Source: an optimization exercise on an open RTL-to-GDS flow (aim: small area, a short achievable clock period and few clock cycles per item). Production flows keep margins and buffers that such runs may drop.
RTL that was checked went through simulation tests only; none was proved equivalent to the original.
Power figures rest on the tool's default switching activity, not on a simulated workload.

red:
Design stripe_pq, start of the top module:
module stripe_pq (
  input  wire        clk,
  input  wire        rst,
  input  wire        in_valid,
  output wire        in_ready,
  input  wire [63:0] in_data,
  input  wire [5:0]  cfg_n,        
  input  wire [4:0]  cfg_ppos,     
  input  wire [1:0]  cfg_nlost,    
  input  wire [4:0]  cfg_lost0,
  input  wire [4:0]  cfg_lost1,
  output wire        out_valid,
  input  wire        out_ready,
  output wire [63:0] out_a,
  output wire [63:0] out_b
);
For scale: ~3700 cells after synthesis, about 510 flip-flops, ~220 I/O pins.
clock: 10.0 ns
lec_check: 0
abc_clock_period_in_ps: 3000
cap_margin: 20
core_margin: 2
core_utilization: 50
place_density: 0.6
setup_slack_margin: 5
slew_margin: 20
standard.sh (not shown) runs the stock make flow with config.mk's settings and CLKGATE_MAP_FILE= SYNTH_SCRIPT=/design/flow/synth_recipe.tcl, a recipe that flattens the netlist after the stock synthesis.
==> flow/flow/run.sh <==
#!/bin/bash
set -euo pipefail
bash standard.sh synth > flow_synth.log 2>&1
bash standard.sh 'BUFFER_PORTS_ARGS=-buffer_cell sky130_fd_sc_hd__buf_4' SETUP_SLACK_MARGIN=6.6 finish > flow_finish.log 2>&1
The inputs of blue differ from those of red as listed below.
--- a/flow/design.v
+++ b/flow/design.v
@@ -74,41 +74,42 @@
   endfunction
   function automatic [31:0] gf_mul4(input [31:0] w, input [7:0] c);
     integer i;
     begin
       for (i = 0; i < 4; i = i + 1) gf_mul4[8*i +: 8] = gf_mul(w[8*i +: 8], c);
     end
   endfunction
   reg  [4:0]  apos;          
+  reg  [5:0]  an;            
   reg         rdy;           
   reg         ov;            
   reg         full;          
   reg         cp;            
   reg  [2:0]  ops;           
   reg         q1, q2;        
   reg         xa, xb;        
   wire fire   = in_valid && rdy;
   wire a_nz   = (apos != 5'd0);
+  wire a_last = a_nz && ({1'b0, apos} + 6'd1 == an);
   reg  [63:0] in_r;
   reg         v_r;
+  reg  [4:0]  pos_r;
   reg         first_r, last_r;
   reg  [5:0]  cn_r;
   reg  [4:0]  cp_r, cl0_r, cl1_r;
   reg  [1:0]  cnl_r;
   reg  [5:0]  jn;
   reg  [4:0]  jp, jl0, jl1;
   reg  [1:0]  jnl;
   wire        j_new  = v_r && first_r;
   wire [4:0]  sp_p   = j_new ? cp_r  : jp;
   wire [4:0]  sp_l0  = j_new ? cl0_r : jl0;
   wire [4:0]  sp_l1  = j_new ? cl1_r : jl1;
   wire [1:0]  sp_nl  = j_new ? cnl_r : jnl;
-  wire [5:0]  sp_n   = j_new ? cn_r  : jn;
-  wire a_last = a_nz && ({1'b0, apos} + 6'd1 == sp_n);
   wire a_p  = (apos == sp_p);
   wire a_q  = ({1'b0, apos} == {1'b0, sp_p} + 6'd1);
   wire a_l0 = (sp_nl != 2'd0) && (apos == sp_l0);
   wire a_l1 = (sp_nl == 2'd2) && (apos == sp_l1);
   wire a_qm = a_q && !a_l0 && !a_l1 && a_nz;    
   wire a_dn = a_nz && !a_p && !a_q;                           
   wire        exec   = xa || xb;
   wire        last_done = v_r && last_r;
@@ -124,16 +125,17 @@
   wire        rdy_n  = !apz_n || ((ops_n == 3'd0) && !ov_n);
   always @(posedge clk) begin
     in_r    <= in_data;
     cn_r    <= cfg_n;
     cp_r    <= cfg_ppos;
     cnl_r   <= cfg_nlost;
     cl0_r   <= cfg_lost0;
     cl1_r   <= cfg_lost1;
+    pos_r   <= apos;
     first_r <= !a_nz;
     last_r  <= a_last;
     if (rst) begin
       apos <= 5'd0;
       v_r  <= 1'b0;
       rdy  <= 1'b1;
       full <= 1'b0;
       cp   <= 1'b0;
@@ -151,16 +153,17 @@
       ops  <= ops_n;
       q1   <= q1_n;
       q2   <= q2_n;
       xa   <= xa_n;
       xb   <= xb_n;
       ov   <= ov_n;
       if (fire) apos <= a_last ? 5'd0 : apos + 5'd1;
     end
+    if (fire && !a_nz) an <= cfg_n;
     if (j_new) begin
       jn  <= cn_r;
       jp  <= cp_r;
       jnl <= cnl_r;
       jl0 <= cl0_r;
       jl1 <= cl1_r;
     end
   end
@@ -244,17 +247,17 @@
     if (v_r && first_r)
       sp <= in_r;
     else if (v_r)
       sp <= sp_b ^ (add_sp ? in_r : 64'd0);
     z <= z_h ^ z_in;
     if (q1_n)      mx <= in_data[31:0];
     else if (q1)   mx <= in_r[63:32];
     else if (xa_n) mx <= cp ? z[31:0]  : exec ? res_a[63:32] : res_a[31:0];
-    else           mx <= xb ? res_b[63:32] : res_b[31:0];
+    else           mx <= cp ? sp[31:0] : xb   ? res_b[63:32] : res_b[31:0];
     if (rst) fix <= 1'b0;
     else     fix <= (v_r && first_r) || (fix && !v_r);
     if (v_r && first_r) begin
       fx_spk  <= f_q || f_l0;
       fx_zg   <= f_q && !f_l0;
       fx_zk   <= f_p || f_l0;
       j_qlost <= c_qlost;
       j_jf    <= c_jf;
Findings:
Between red and blue, worst-margin pin slew decreased.
Going from red to blue, post-CTS setup buffer count saw a decrease; utilization went down 0.69 points.
Re area of the mapped netlist: red was lower than blue.
Taking blue as 1.0, red lands at 1.16 on initial detailed-routing violation count.
Final critical path time including I/O delays and setup (higher): blue
The end point of the critical path comes out out_a[8] in one run and out_b[5] in the other, namely in blue and red respectively.
blue reports a higher cell count of the worst reg-to-reg path than red does.
Side by side, estimated wirelength of the detail-placed design turned out higher in blue than in red.
Going from red to blue, setup slack after placement increased 0.66 ns, layout buffer count excluding clock buffers decreased 1.4%, total power decreased 0.00015 W, worst hold slack after final layout decreased by 0.0065 ns relative to the old numbers.
Testbench counts of blue, summed over its fixed seeds: cycles 24,913, items 1,200.
Only the layout flow was run in red; the RTL was not checked for function there.

afterwards: timing with drivers on the ports:
How much do the figures lean on ideal ports? The routed layouts below were timed once more, with nothing changed but the port constraints. Step 1 sets driving cells, clkbuf_16 on the clock port and buf_2 on the other inputs (assumed; they add their load-dependent delay and slew). Step 2 also shifts input and output timing later by t, the mid clock arrival at the registers, as if the neighbouring blocks saw the same clock. Three values: no drivers, after step 1, after step 2; two values: the first two.
run | t, ns | slack for setup (ns) | worst hold slack (ns) | worst data-port slew with drivers (ns)
red | 0.682 | 6.637 / 6.575 / 6.006 | 0.427 / 0.427 / 0.427 | 0.05
blue | 0.698 | 6.612 / 6.547 / 6.056 | 0.420 / 0.420 / 0.420 | 0.14
After both steps every run listed still meets setup and hold. The setup slack of red, which loses most, moves by -0.062 ns with the drivers and by -0.631 ns with both steps.
